This design comes from an exercise in tuning for small area, a short achievable clock period and few clock cycles per item on the open sky130 flow, not from production work.
Function was checked by simulation only, so behaviour that the tests miss may differ from the original.

==> inputs of run R <==
==> flow/design.v (excerpt) <==
module gz4_law (
    input  wire        clk,
    input  wire        rst,
    input  wire        cmd_valid,
    output reg         cmd_ready,
    input  wire [1:0]  cmd_op,
    input  wire [1:0]  cmd_loop,
    input  wire [7:0]  cmd_addr,
    input  wire [31:0] cmd_data,
    input  wire        cmd_ovr,
    output reg         res_valid,
    output reg  [1:0]  res_loop,
    output reg         res_closed,
    output reg  [31:0] res_u,
    output reg  [31:0] res_i,
    output reg  [31:0] res_e,
    output reg  [4:0]  res_band,
    output reg  [2:0]  res_sat,
    output reg         res_hi,
    output reg         res_lo
);
    localparam OP_WRITE = 2'd0;
    localparam OP_TICK  = 2'd1;
    localparam OP_OPEN  = 2'd2;
    localparam OP_CLOSE = 2'd3;
    function gt_u32;
        input [31:0] a;
        input [31:0] b;
        reg [31:0] g, p;
        integer w, k;
        begin
            g = a & ~b;
            p = a | ~b;
            for (w = 16; w >= 1; w = w / 2)
                for (k = 0; k < w; k = k + 1) begin
                    g[k] = g[2*k+1] | (p[2*k+1] & g[2*k]);
                    p[k] = g[2*k+1] | (p[2*k+1] & p[2*k]);
                end
            gt_u32 = g[0];
        end
    endfunction
    function gt_s32;                        
        input [31:0] a;
        input [31:0] b;
        gt_s32 = gt_u32({~a[31], a[30:0]}, {~b[31], b[30:0]});
    endfunction
    function gt_s33;                        
        input [32:0] a;
        input [32:0] b;
        gt_s33 = (a[32] != b[32]) ? b[32] : gt_u32(a[31:0], b[31:0]);
    endfunction
    function [31:0] sat33;
        input [32:0] x;
        begin
  ...
clock: 60.0 ns
lec_check: 0
abc_area: 1
cap_margin: 20
core_margin: 2
core_utilization: 45
place_density: 0.55
slew_margin: 20
run.sh (not shown) runs the stock make flow with config.mk's settings and CLKGATE_MAP_FILE= SYNTH_SCRIPT=/design/flow/synth_recipe.tcl, a recipe that flattens the netlist after the stock synthesis.
==> run A: changes against run R <==
--- a/flow/design.v
+++ b/flow/design.v
@@ -147,14 +147,12 @@
     always @(posedge clk)
         rst_q <= rst;
     reg        c_v;
     reg [1:0]  c_wait;                      
     reg [1:0]  c_op;
     reg [1:0]  c_loop;
-    reg [1:0]  c_loopn;                     
-    reg [3:0]  c_lsel;                      
     reg [7:0]  c_addr;
     reg [31:0] c_data;
     reg        c_ovr;
     reg        p_v;
     reg        p_uwr;                       
     reg [1:0]  p_op;
@@ -204,34 +202,29 @@
             c_wait    <= wait_nxt;
             cmd_ready <= (wait_nxt == 2'd0);
         end
         if (cmd_ready) begin
             c_op   <= cmd_op;
             c_loop <= cmd_loop;
-            c_loopn <= ~cmd_loop;
-            c_lsel <= 4'd1 << cmd_loop;
             c_addr <= cmd_addr;
             c_data <= cmd_data;
             c_ovr  <= cmd_ovr;
         end
     end
     wire [1:0] L1      = c_loop;
     wire       go1     = c_v & (c_wait == 2'd0);
     wire       c_close = (c_op == OP_CLOSE);
     wire [31:0] s_a = sp_min[L1];
-    wire [1:0]  l_c = link[~c_loopn];
-    wire [31:0] s_c = st_u[l_c];
-    wire        pick_c = link_en[~c_loopn] & gt_s32(s_a, s_c);
+    wire [31:0] s_c = st_u[link[L1]];
+    wire        pick_c = link_en[L1] & gt_s32(s_a, s_c);
     wire [32:0] d_a = {s_a[31], s_a} - {c_data[31], c_data};
     wire [32:0] d_c = {s_c[31], s_c} - {c_data[31], c_data};
     wire [32:0] e_raw  = pick_c ? d_c : d_a;
     wire [31:0] e_tick = sat33(e_raw);
     wire        e_satp = (e_raw[32] != e_raw[31]);
-    wire [31:0] el1    = (e_last[0] & {32{c_lsel[0]}}) | (e_last[1] & {32{c_lsel[1]}}) |
-                         (e_last[2] & {32{c_lsel[2]}}) | (e_last[3] & {32{c_lsel[3]}});
-    wire [31:0] e1     = c_close ? el1 : e_tick;
+    wire [31:0] e1     = c_close ? e_last[L1] : e_tick;
     wire [31:1] ge;
     genvar gb;
     generate
         for (gb = 1; gb < 32; gb = gb + 1) begin : g_cmp
             assign ge[gb] = ~gt_s32(gt_edge[gb], e1);
         end
- ABC_AREA: 1 -> unset
- CORE_UTILIZATION: 45 -> 30
- PLACE_DENSITY: 0.55 -> 0.4
==> out/results.ini <==
[status]
status=timing/DRC/antenna clean

[worst_hold_path]
worstHoldStart=p_op[0]$_DFF_P_

[worst_setup_path]
reg2regPathDepth=56
critPathSlowestCell=dfxtp_4

[finish]
area_growth_pct=10.5
multiInputGateArea_um2=126000

the above is filed under run R

==> out/results.ini <==
[detailed_routing]
vias=217000

[finish]
clkCellAreaFrac_pct=6.14
nets=26300

[sta]
holdWs_ps=273

[yosys]
synth_cells=24800

[status]
status=timing/DRC/antenna clean

[worst_setup_path]
reg2regPathDepth=48
critPathSlowestCell=o22ai_1

[clock_tree]
clockBufferDepth=5

[worst_hold_path]
worstHoldStart=q_e[5]$_DFF_P_

the above is filed under run A

Testbench counts of run R, summed over its fixed seeds: cycles 21,853, items 17,092.
Testbench counts of run A, summed over its fixed seeds: cycles 21,853, items 17,092.

## static timing again, ports no longer ideal
Ports are ideal in the flow. The routed layouts listed here were re-timed in OpenROAD. Step 1 (the two cells are an assumption about what drives the block):
set clk [get_ports {clk}]
set_driving_cell -lib_cell sky130_fd_sc_hd__clkbuf_16 $clk
set_driving_cell -lib_cell sky130_fd_sc_hd__buf_2 [delete_from_list [all_inputs] $clk]
Step 2, shift: input delay + t, output delay - t, t = (earliest + latest rising clock arrival at the registers) / 2. This alone moves slack from input paths to output paths. Three values: ideal, step 1, step 2; two values: the first two.
run | t, ns | slack for setup (ns) | latest minus earliest clock arrival (ns) | worst data-port slew with drivers (ns)
run R | 1.253 | 45.444 / 45.292 / 44.939 | 0.119 / 0.120 | 0.04
run A | 1.181 | 44.592 / 44.592 / 44.592 | 0.146 / 0.147 | 0.11
After both steps every run listed still meets setup and hold. The setup slack of run R, which loses most, moves by -0.152 ns with the drivers and by -0.505 ns with both steps.
